Context: an optimization exercise on an open-source flow, tuned for small area, a short achievable clock period and few clock cycles. The choices shown serve that exercise and are no tape-out recipe.
The RTL was checked by simulation tests, not by an equivalence proof against the original design.
Power and IR drop assume default switching activity.

## the previous run
// fpdivsqrt
module fpdivsqrt (
    input  wire        clk,
    input  wire        rst_n,
    input  wire        in_valid,
    output wire        in_ready,
    input  wire        in_op,
    input  wire [1:0]  in_rnd,
    input  wire        in_ftz,
    input  wire        in_canon,
    input  wire [31:0] in_a,
    input  wire [31:0] in_b,
    output reg         out_valid,
    output reg  [31:0] out_result,
    output reg  [5:0]  out_flags
);
Size in the first run: roughly 8300 cells after synthesis, about 2100 flip-flops, ~110 I/O pins.
clock: 10.0 ns
lec_check: 0
cap_margin: 50
core_margin: 2
core_utilization: 40
cts_cluster_diameter: 100
cts_cluster_size: 30
slew_margin: 70
tns_end_percent: 100
standard.sh (not shown) runs the stock make flow with config.mk's settings and CLKGATE_MAP_FILE= SYNTH_SCRIPT=/design/flow/synth_recipe.tcl, a recipe that flattens the netlist after the stock synthesis.
==> flow/flow/run.sh <==
#!/bin/bash
set -euo pipefail
bash standard.sh SETUP_SLACK_MARGIN=6.9 "BUFFER_PORTS_ARGS=-buffer_cell sky130_fd_sc_hd__buf_4" > standard.log 2>&1
Testbench counts of the previous run, summed over its fixed seeds: cycles 5,024.
What the current run does differently from the previous run at the input level:
Settings: a change of CORE_UTILIZATION from 40 to 55.
==> flow/flow/run.sh <==
#!/bin/bash
set -euo pipefail
bash standard.sh SETUP_SLACK_MARGIN=6.6 "BUFFER_PORTS_ARGS=-buffer_cell sky130_fd_sc_hd__buf_4" > standard.log 2>&1
## What came out
Sequential cell count: the current run vs the previous run, no meaningful difference
As of the current run, final design instance area without fill had fallen by a little under 10% compared to the previous run.
For the post-route non-filler standard cell count, the current run came in 1052 lower than the previous run did.
Going from the previous run to the current run, non-clock buffer count shrinks by about 50%.
Relative to the previous run, the area of the die measured on the current run has decreased by more than a quarter.
Compared with the previous run, the current run shows combinational group share of total power lower by 3.3 points.
Higher switching part of the total power among the previous run and the current run: the previous run
In the tables for the previous run and the current run, synthesis-to-layout area growth reads lower with the current run.
Maximum frequency from static timing analysis, the previous run and the current run, higher one = the current run.
Worst setup slack after layout for the current run: 130 ps up relative to the previous run

---

Setup of wip/cedar:
fpdivsqrt again, from the RTL that the note above started with.
Settings: LEC_CHECK=0, CAP_MARGIN=20, CORE_MARGIN=2, CORE_UTILIZATION=40, CTS_CLUSTER_DIAMETER=100, CTS_CLUSTER_SIZE=30, SLEW_MARGIN=20, TNS_END_PERCENT=100; clock period 10.0 ns.
==> flow/flow/run.sh <==
#!/bin/bash
set -euo pipefail
bash standard.sh SETUP_SLACK_MARGIN=6.6 "BUFFER_PORTS_ARGS=-buffer_cell sky130_fd_sc_hd__buf_4" > standard.log 2>&1
Per the final summary, wip/cedar finished and its layout is clean on timing, DRC and antenna.
Testbench counts of wip/cedar, summed over its fixed seeds: cycles 5,024.
Input-level comparison between wip/ember and wip/cedar:
Settings: changing CAP_MARGIN from 20 to 50; changing SLEW_MARGIN from 20 to 70.
==> flow/flow/run.sh <==
#!/bin/bash
set -euo pipefail
bash standard.sh SETUP_SLACK_MARGIN=6.5 > standard.log 2>&1
### Flow results
- The final layouts of wip/ember and wip/cedar pass the timing, DRC and antenna checks.
- The sequential share of layout area in wip/ember sits 0.16 points below the value recorded for wip/cedar.
- Compared with wip/cedar, the detailed router inserted fewer vias in wip/ember.
- Wire length of the first global-routing pass (higher): wip/cedar
- [wip/ember] area growth from synthesis to layout rose 0.45 points relative to wip/cedar
- The worst path setup slack after routing reported for wip/ember is smaller than that of wip/cedar by 31 ps.
- Total power: lower on wip/ember
- Going from wip/cedar to wip/ember, clock network latency to the later pin of the worst-skew pair has remained practically unchanged, area taken by flip-flops and latches about even, share of total power consumed by net switching now smaller.
- The count of nets after finishing on wip/ember is in line with that on wip/cedar.
## Diff of input files: wip/violet against wip/ember
==> flow/flow/run.sh <==
#!/bin/bash
set -euo pipefail
bash standard.sh SETUP_SLACK_MARGIN=6.6 "BUFFER_PORTS_ARGS=-buffer_cell sky130_fd_sc_hd__buf_4" > standard.log 2>&1
Results
- Clock insertion delay at the later pin of the skew report of wip/violet is on par with wip/ember.
- [compare] base=wip/ember new=wip/violet: delay contributed by the slowest stage of the critical path moved down; total power moved up; number of cells on the critical path moved up; peak ir drop on the vdd network moved up; final cell area excluding filler cells moved up.

afterwards: timing with drivers on the ports:
How much do the figures lean on ideal ports? The routed layouts below were timed once more, with nothing changed but the port constraints.
Step 1 assumes that a clkbuf_16 drives the clock port and a buf_2 every other input.
Step 2, shift: input delay + t, output delay - t, t = (earliest + latest rising clock arrival at the registers) / 2. This alone moves slack from input paths to output paths.
a / b / c = ideal / step 1 / step 2; a / b = the first two.
run | t, ns | setup slack, ns | worst hold slack (ns) | pins driven straight from the clock port
the previous run | 0.868 | 6.433 / 6.471 / 5.603 | 0.317 / 0.317 / 0.317 | 1
the current run | 0.821 | 6.560 / 6.560 / 5.911 | 0.325 / 0.325 / 0.325 | 1
wip/cedar | 0.847 | 6.576 / 6.576 / 5.906 | 0.322 / 0.322 / 0.322 | 1
wip/ember | 0.837 | 6.545 / 6.531 / 5.823 | 0.317 / 0.317 / 0.317 | 1
wip/violet | 0.820 | 6.619 / 6.649 / 5.845 | 0.296 / 0.296 / 0.296 | 1
After both steps every run listed still meets setup and hold. The setup slack of the previous run, which loses most, moves by +0.038 ns with the drivers and by -0.830 ns with both steps.
